What follows belongs to an exercise in optimizing a design on an open flow for small area, a short achievable clock period and few clock cycles per item; a production flow would make more cautious choices.
In this exercise RTL edits were held to simulation tests only and were not proved equivalent to the original.

==> run a: inputs <==
## zd_digest
module zd_digest (
    input  wire        clk,
    input  wire        rst,         
    input  wire        cfg_we,
    input  wire [1:0]  cfg_sel,     
    input  wire [63:0] cfg_data,
    input  wire        in_valid,
    output wire        in_ready,
    input  wire [23:0] in_data,
    input  wire        in_signed,   
    output wire        idle,
    output wire [60:0] acc,
    output wire [63:0] pos
);
    localparam [63:0] GOLD = 64'h9E37_79B9_7F4A_7C15;
    reg [63:0] seed_q;
    reg [63:0] pos_q;
    reg [63:0] z0, z1, z2;
    reg [23:0] x1, x2;
    reg        s1, s2;
    reg        xv1, xv2;
    reg [12:0] b_one, b_two, b_neg;    
    reg [60:0] s_q;
    reg        rst_q;
    reg        reinit;
    reg        ready_q;
    reg        idle_q;
    wire wr_seed = cfg_we && cfg_sel == 2'd0;
    wire wr_pos  = cfg_we && cfg_sel == 2'd1;
    wire wr_acc  = cfg_we && cfg_sel == 2'd2;
    wire accept  = in_valid && !reinit && !cfg_we;
    wire [63:0] y0  = z0 ^ (z0 >> 30);
    wire [63:0] ny0 = ~z0 ^ (z0 >> 30);
    wire [63:0] p1  = (y0 << 0) + (ny0 << 3) + (ny0 << 6) + (ny0 << 9) + (y0 << 11) + (ny0 << 13) + (y0 << 16) + (y0 << 18) + (ny0 << 21) + (y0 << 24) + (ny0 << 26) + (y0 << 29) + (y0 << 32) + (ny0 << 34) + (ny0 << 36) + (ny0 << 39) + (y0 << 43) + (y0 << 46) + (ny0 << 51) + (ny0 << 53) + (ny0 << 55) + (ny0 << 62) + 64'h40a8009404202248;
    wire [63:0] y1  = z1;
    wire [63:0] ny1 = ~z1;
    wire        sel = reinit;
    wire [63:0] v   = sel ? pos_q : y1;
    wire [63:0] nv  = sel ? ~pos_q : ny1;
    wire [63:0] vx  = v ^ {64{sel}};
    wire [63:0] vxn = ~vx;
    wire [63:0] v_m  = v & ~{64{sel}};
    wire [63:0] v_g  = v & {64{sel}};
    wire [63:0] nv_m = nv & ~{64{sel}};
    wire [63:0] nv_g = nv & {64{sel}};
    wire [63:0] seed_g = seed_q & {64{sel}};
  ...
export LEC_CHECK = 0
export ABC_AREA = 0
export CAP_MARGIN = 20
export CORE_MARGIN = 2
export CORE_UTILIZATION = 55
export PLACE_DENSITY = 0.68
export SLEW_MARGIN = 20
create_clock -name core_clock -period 50.0 [get_ports {clk}]
standard.sh (not shown) runs the stock make flow with config.mk's settings and CLKGATE_MAP_FILE= SYNTH_SCRIPT=/design/flow/synth_recipe.tcl, a recipe that flattens the netlist after the stock synthesis.
==> flow/flow/run.sh <==
#!/bin/bash
# The standard layout (standard.sh) with two changes:
#  - Yosys's synth runs with -noabc: its early "abc -fast" pass re-maps the
#    full-adder trees of the RTL before extract_fa looks for them, which
#    leaves many inverters between the adder cells. Register names and cell
#    types are the same as the standard synthesis; the final ABC mapping is
#    unchanged.
#  - the port buffers that global placement inserts are buf_4 cells instead
#    of the weakest buffer.
set -euo pipefail
bash standard.sh SYNTH_ARGS=-noabc \
  'BUFFER_PORTS_ARGS=-buffer_cell sky130_fd_sc_hd__buf_4' finish > flow_standard.log 2>&1
==> inputs of run b, as changes to run a <==
--- a/flow/design.v
+++ b/flow/design.v
@@ -52,14 +52,15 @@
             z0 <= z0 + GOLD;
         z1 <= p1 ^ (p1 >> 27);
         z2 <= prod;
     end
     wire [63:0] m    = z2 ^ (z2 >> 31);
     wire [61:0] f    = {1'b0, m[60:0]} + {59'd0, m[63:61]};
-    wire [60:0] f2   = f[60:0] + {60'd0, f[61]};
-    wire [60:0] coef_d = (f2 == 61'd0 || &f2) ? 61'd1 : f2;
+    wire [2:0]  fw   = f[2:0] + 3'd1;
+    wire [60:0] coef_d = f[61] ? {58'd0, fw} :
+                         (f[60:0] == 61'd0 || &f[60:0]) ? 61'd1 : f[60:0];
     reg  [60:0] coef;
     always @(posedge clk) coef <= coef_d;
     wire [25:0] xb = {{2{s2 & x2[23]}}, x2};    
     wire [26:0] xe = {xb, 1'b0};
     function [60:0] rotl(input [60:0] v, input integer k);
         rotl = (k == 0) ? v : ((v << k) | (v >> (61 - k)));
@@ -123,13 +124,13 @@
                 s_q <= acc_next;
         end
         if (rst_q)
             pos_q <= 64'd0;
         else if (wr_pos)
             pos_q <= cfg_data;
-        else if (accept)
+        else if (xv1)
             pos_q <= pos_q + 64'd1;
         if (rst) begin
             xv1    <= 1'b0;
             xv2    <= 1'b0;
             reinit <= 1'b1;
             ready_q <= 1'b0;
==> flow/flow/run.sh (replaced) <==
#!/bin/bash
# The standard layout (standard.sh) with these changes:
#  - Yosys's synth runs with -noabc: its early "abc -fast" pass re-maps the
#    full-adder trees of the RTL before extract_fa looks for them, which
#    leaves many inverters between the adder cells. Register names and cell
#    types are the same as the standard synthesis; the final ABC mapping is
#    unchanged.
#  - the port buffers that global placement inserts are buf_4 cells instead
#    of the weakest buffer.
#  - after the placement resize step, the flip-flops that drive outputs are
#    upsized to dfxtp_4 (flow/upsize.tcl).
set -euo pipefail
bash standard.sh SYNTH_ARGS=-noabc \
  'BUFFER_PORTS_ARGS=-buffer_cell sky130_fd_sc_hd__buf_4' \
  "POST_RESIZE_TCL=$PWD/flow/upsize.tcl" \
  "${@:-finish}" > flow_standard.log 2>&1
==> flow/flow/upsize.tcl (new file) <==
# POST_RESIZE hook, for the paths to the output ports:
#  - where repair_design put a buffer between a flip-flop and the port
#    buffer (because the flip-flop also feeds internal logic), the port
#    buffer is fed from the flip-flop directly;
#  - the flip-flops that drive output ports, and those whose output feeds
#    six or more pins, get the strongest dfxtp size, as timing repair would
#    give them.
# Detailed placement legalizes the resized cells next.
proc zd_driver_iterm { net } {
  if { $net == "NULL" } { return "NULL" }
  foreach it [$net getITerms] {
    if { [$it isOutputSignal] } { return $it }
  }
  return "NULL"
}
proc zd_input_iterm { inst } {
  foreach it [$inst getITerms] {
    if { [$it isInputSignal] } { return $it }
  }
  return "NULL"
}
proc zd_is_buf { inst } {
  return [string match "sky130_fd_sc_hd__buf_*" [[$inst getMaster] getName]]
}
proc zd_is_ff { inst } {
  return [string match "sky130_fd_sc_hd__dfxtp_*" [[$inst getMaster] getName]]
}
set nre 0
set nup 0
foreach bterm [[ord::get_db_block] getBTerms] {
  if { [$bterm getIoType] != "OUTPUT" } { continue }
  set d [zd_driver_iterm [$bterm getNet]]
  if { $d == "NULL" } { continue }
  set obuf [$d getInst]
  if { ![zd_is_buf $obuf] } { continue }
  set oin [zd_input_iterm $obuf]
  set d2 [zd_driver_iterm [$oin getNet]]
  if { $d2 == "NULL" } { continue }
  set inst [$d2 getInst]
  if { [zd_is_buf $inst] } {
    set d3 [zd_driver_iterm [[zd_input_iterm $inst] getNet]]
    if { $d3 != "NULL" && [zd_is_ff [$d3 getInst]] } {
      set qnet [$d3 getNet]
      $oin disconnect
      $oin connect $qnet
      incr nre
      set inst [$d3 getInst]
    }
  }
  if { [zd_is_ff $inst] && [[$inst getMaster] getName] != "sky130_fd_sc_hd__dfxtp_4" } {
    replace_cell [$inst getName] sky130_fd_sc_hd__dfxtp_4
    incr nup
  }
}
puts "upsize.tcl: $nre port buffers fed from their flip-flop directly, $nup output flip-flops upsized to dfxtp_4"

set nfo 0
foreach inst [[ord::get_db_block] getInsts] {
  set m [[$inst getMaster] getName]
  if { $m != "sky130_fd_sc_hd__dfxtp_1" && $m != "sky130_fd_sc_hd__dfxtp_2" } { continue }
  foreach it [$inst getITerms] {
    if { ![$it isOutputSignal] } { continue }
    set net [$it getNet]
    if { $net == "NULL" } { continue }
    set sinks [expr { [llength [$net getITerms]] - 1 + [llength [$net getBTerms]] }]
    if { $sinks >= 6 } {
      replace_cell [$inst getName] sky130_fd_sc_hd__dfxtp_4
      incr nfo
    }
  }
}
puts "upsize.tcl: $nfo flip-flops with six or more loads upsized to dfxtp_4"
CORE_UTILIZATION = 60   (was 55)
PLACE_DENSITY = 0.72   (was 0.68)
SLEW_MARGIN = 55   (was 20)
==> inputs of run c, as changes to run a <==
--- a/flow/design.v
+++ b/flow/design.v
@@ -52,14 +52,15 @@
             z0 <= z0 + GOLD;
         z1 <= p1 ^ (p1 >> 27);
         z2 <= prod;
     end
     wire [63:0] m    = z2 ^ (z2 >> 31);
     wire [61:0] f    = {1'b0, m[60:0]} + {59'd0, m[63:61]};
-    wire [60:0] f2   = f[60:0] + {60'd0, f[61]};
-    wire [60:0] coef_d = (f2 == 61'd0 || &f2) ? 61'd1 : f2;
+    wire [2:0]  fw   = f[2:0] + 3'd1;
+    wire [60:0] coef_d = f[61] ? {58'd0, fw} :
+                         (f[60:0] == 61'd0 || &f[60:0]) ? 61'd1 : f[60:0];
     reg  [60:0] coef;
     always @(posedge clk) coef <= coef_d;
     wire [25:0] xb = {{2{s2 & x2[23]}}, x2};    
     wire [26:0] xe = {xb, 1'b0};
     function [60:0] rotl(input [60:0] v, input integer k);
         rotl = (k == 0) ? v : ((v << k) | (v >> (61 - k)));
@@ -123,13 +124,13 @@
                 s_q <= acc_next;
         end
         if (rst_q)
             pos_q <= 64'd0;
         else if (wr_pos)
             pos_q <= cfg_data;
-        else if (accept)
+        else if (xv1)
             pos_q <= pos_q + 64'd1;
         if (rst) begin
             xv1    <= 1'b0;
             xv2    <= 1'b0;
             reinit <= 1'b1;
             ready_q <= 1'b0;
==> flow/flow/run.sh (replaced) <==
#!/bin/bash
# The standard layout (standard.sh) with these changes:
#  - Yosys's synth runs with -noabc: its early "abc -fast" pass re-maps the
#    full-adder trees of the RTL before extract_fa looks for them, which
#    leaves many inverters between the adder cells. Register names and cell
#    types are the same as the standard synthesis; the final ABC mapping is
#    unchanged.
#  - the port buffers that global placement inserts are buf_4 cells instead
#    of the weakest buffer.
#  - after the placement resize step, the flip-flops that drive outputs are
#    upsized to dfxtp_4 (flow/upsize.tcl).
set -euo pipefail
bash standard.sh SYNTH_ARGS=-noabc \
  'BUFFER_PORTS_ARGS=-buffer_cell sky130_fd_sc_hd__buf_4' \
  "POST_RESIZE_TCL=$PWD/flow/upsize.tcl" \
  "${@:-finish}" > flow_standard.log 2>&1
==> flow/flow/upsize.tcl (new file) <==
# POST_RESIZE hook, for the paths to the output ports:
#  - where repair_design put a buffer between a flip-flop and the port
#    buffer (because the flip-flop also feeds internal logic), the port
#    buffer is fed from the flip-flop directly;
#  - the flip-flops that drive output ports, and those whose output feeds
#    six or more pins, get the strongest dfxtp size, as timing repair would
#    give them.
# Detailed placement legalizes the resized cells next.
proc zd_driver_iterm { net } {
  if { $net == "NULL" } { return "NULL" }
  foreach it [$net getITerms] {
    if { [$it isOutputSignal] } { return $it }
  }
  return "NULL"
}
proc zd_input_iterm { inst } {
  foreach it [$inst getITerms] {
    if { [$it isInputSignal] } { return $it }
  }
  return "NULL"
}
proc zd_is_buf { inst } {
  return [string match "sky130_fd_sc_hd__buf_*" [[$inst getMaster] getName]]
}
proc zd_is_ff { inst } {
  return [string match "sky130_fd_sc_hd__dfxtp_*" [[$inst getMaster] getName]]
}
set nre 0
set nup 0
foreach bterm [[ord::get_db_block] getBTerms] {
  if { [$bterm getIoType] != "OUTPUT" } { continue }
  set d [zd_driver_iterm [$bterm getNet]]
  if { $d == "NULL" } { continue }
  set obuf [$d getInst]
  if { ![zd_is_buf $obuf] } { continue }
  set oin [zd_input_iterm $obuf]
  set d2 [zd_driver_iterm [$oin getNet]]
  if { $d2 == "NULL" } { continue }
  set inst [$d2 getInst]
  if { [zd_is_buf $inst] } {
    set d3 [zd_driver_iterm [[zd_input_iterm $inst] getNet]]
    if { $d3 != "NULL" && [zd_is_ff [$d3 getInst]] } {
      set qnet [$d3 getNet]
      $oin disconnect
      $oin connect $qnet
      incr nre
      set inst [$d3 getInst]
    }
  }
  if { [zd_is_ff $inst] && [[$inst getMaster] getName] != "sky130_fd_sc_hd__dfxtp_4" } {
    replace_cell [$inst getName] sky130_fd_sc_hd__dfxtp_4
    incr nup
  }
}
puts "upsize.tcl: $nre port buffers fed from their flip-flop directly, $nup output flip-flops upsized to dfxtp_4"

set nfo 0
foreach inst [[ord::get_db_block] getInsts] {
  set m [[$inst getMaster] getName]
  if { $m != "sky130_fd_sc_hd__dfxtp_1" && $m != "sky130_fd_sc_hd__dfxtp_2" } { continue }
  foreach it [$inst getITerms] {
    if { ![$it isOutputSignal] } { continue }
    set net [$it getNet]
    if { $net == "NULL" } { continue }
    set sinks [expr { [llength [$net getITerms]] - 1 + [llength [$net getBTerms]] }]
    if { $sinks >= 6 } {
      replace_cell [$inst getName] sky130_fd_sc_hd__dfxtp_4
      incr nfo
    }
  }
}
puts "upsize.tcl: $nfo flip-flops with six or more loads upsized to dfxtp_4"
SLEW_MARGIN = 55   (was 20)
==> inputs of run d, as changes to run a <==
--- a/flow/design.v
+++ b/flow/design.v
@@ -123,13 +123,13 @@
                 s_q <= acc_next;
         end
         if (rst_q)
             pos_q <= 64'd0;
         else if (wr_pos)
             pos_q <= cfg_data;
-        else if (accept)
+        else if (xv1)
             pos_q <= pos_q + 64'd1;
         if (rst) begin
             xv1    <= 1'b0;
             xv2    <= 1'b0;
             reinit <= 1'b1;
             ready_q <= 1'b0;
==> flow/flow/run.sh (replaced) <==
#!/bin/bash
# The standard layout (standard.sh) with these changes:
#  - Yosys's synth runs with -noabc: its early "abc -fast" pass re-maps the
#    full-adder trees of the RTL before extract_fa looks for them, which
#    leaves many inverters between the adder cells. Register names and cell
#    types are the same as the standard synthesis; the final ABC mapping is
#    unchanged.
#  - the port buffers that global placement inserts are buf_4 cells instead
#    of the weakest buffer.
#  - after the placement resize step, the flip-flops that drive outputs are
#    upsized to dfxtp_4 (flow/upsize.tcl).
set -euo pipefail
bash standard.sh SYNTH_ARGS=-noabc \
  'BUFFER_PORTS_ARGS=-buffer_cell sky130_fd_sc_hd__buf_4' \
  "POST_RESIZE_TCL=$PWD/flow/upsize.tcl" \
  "${@:-finish}" > flow_standard.log 2>&1
==> flow/flow/upsize.tcl (new file) <==
# POST_RESIZE hook: the flip-flops that drive output ports (through the port
# buffers, and any buffers repair_design put in front of them) get the
# strongest dfxtp size, as timing repair would give them; detailed placement
# legalizes them next.
proc zd_driver { net } {
  if { $net == "NULL" } { return "NULL" }
  foreach it [$net getITerms] {
    if { [$it isOutputSignal] } { return [$it getInst] }
  }
  return "NULL"
}
proc zd_input_net { inst } {
  foreach it [$inst getITerms] {
    if { [$it isInputSignal] } { return [$it getNet] }
  }
  return "NULL"
}
set n 0
foreach bterm [[ord::get_db_block] getBTerms] {
  if { [$bterm getIoType] != "OUTPUT" } { continue }
  set inst [zd_driver [$bterm getNet]]
  for { set k 0 } { $k < 4 && $inst != "NULL" } { incr k } {
    set m [[$inst getMaster] getName]
    if { [string match "sky130_fd_sc_hd__dfxtp_*" $m] } {
      if { $m != "sky130_fd_sc_hd__dfxtp_4" } {
        replace_cell [$inst getName] sky130_fd_sc_hd__dfxtp_4
        incr n
      }
      break
    }
    if { ![string match "sky130_fd_sc_hd__*buf_*" $m] } { break }
    set inst [zd_driver [zd_input_net $inst]]
  }
}
puts "upsize.tcl: $n output flip-flops upsized to dfxtp_4"
==> summary.txt <==
- Status: finished clean
- GRT Total Usage: 55.6%
- Yosys cell types: 94
- Via density: 7.37
- WP depth: 8
[end of results for run b]
==> summary.txt <==
- Status: finished clean
- GRT Total Usage: 49.4%
- Yosys cell types: 94
- WP depth: 8
- Die W: 437 um
- Via density: 6.93
[end of results for run c]
==> summary.txt <==
- Status: finished clean
- WP depth: 28
- Yosys cell types: 101
- Gpl congestion: 1.12
[end of results for run d]
==> summary.txt <==
- WP depth: 8
- Status: finished clean
- Setup Viol. Count Final: 0
- Reg2reg end: z0[58]$_DFFE_PP_
- Yosys cell types: 97
- GRT Total Usage: 49.2%
[end of results for run a]
Testbench counts of run a, summed over its fixed seeds: cycles 14,857, items 14,281.
Testbench counts of run b, summed over its fixed seeds: cycles 14,857, items 14,281.
Testbench counts of run c, summed over its fixed seeds: cycles 14,857, items 14,281.
Testbench counts of run d, summed over its fixed seeds: cycles 14,857, items 14,281.

-- port drivers added, routing unchanged --
In the flow no input, the clock included, has a driving cell. The finished layouts below were timed again as built, in two steps.
Step 1 (the two cells are an assumption about what drives the block):
set clk [get_ports {clk}]
set_driving_cell -lib_cell sky130_fd_sc_hd__clkbuf_16 $clk
set_driving_cell -lib_cell sky130_fd_sc_hd__buf_2 [delete_from_list [all_inputs] $clk]
Step 2 also shifts input and output timing later by t, the mid clock arrival at the registers, as if the neighbouring blocks saw the same clock.
Three values: ideal, step 1, step 2; two values: the first two.
| run | t (ns) | setup slack, ns | worst register clock-pin slew, ns |
|---|---|---|---|
| run a | 0.857 | 38.067 / 38.023 / 37.293 | 0.07 / 0.07 |
| run b | 0.808 | 38.309 / 38.296 / 37.569 | 0.10 / 0.10 |
| run c | 0.810 | 38.355 / 38.387 / 37.599 | 0.10 / 0.10 |
| run d | 0.822 | 38.000 / 38.000 / 37.941 | 0.08 / 0.08 |
After both steps setup and hold are still met in every run listed. The setup slack of run a, which loses most, moves by -0.044 ns with the drivers and by -0.774 ns with both steps.
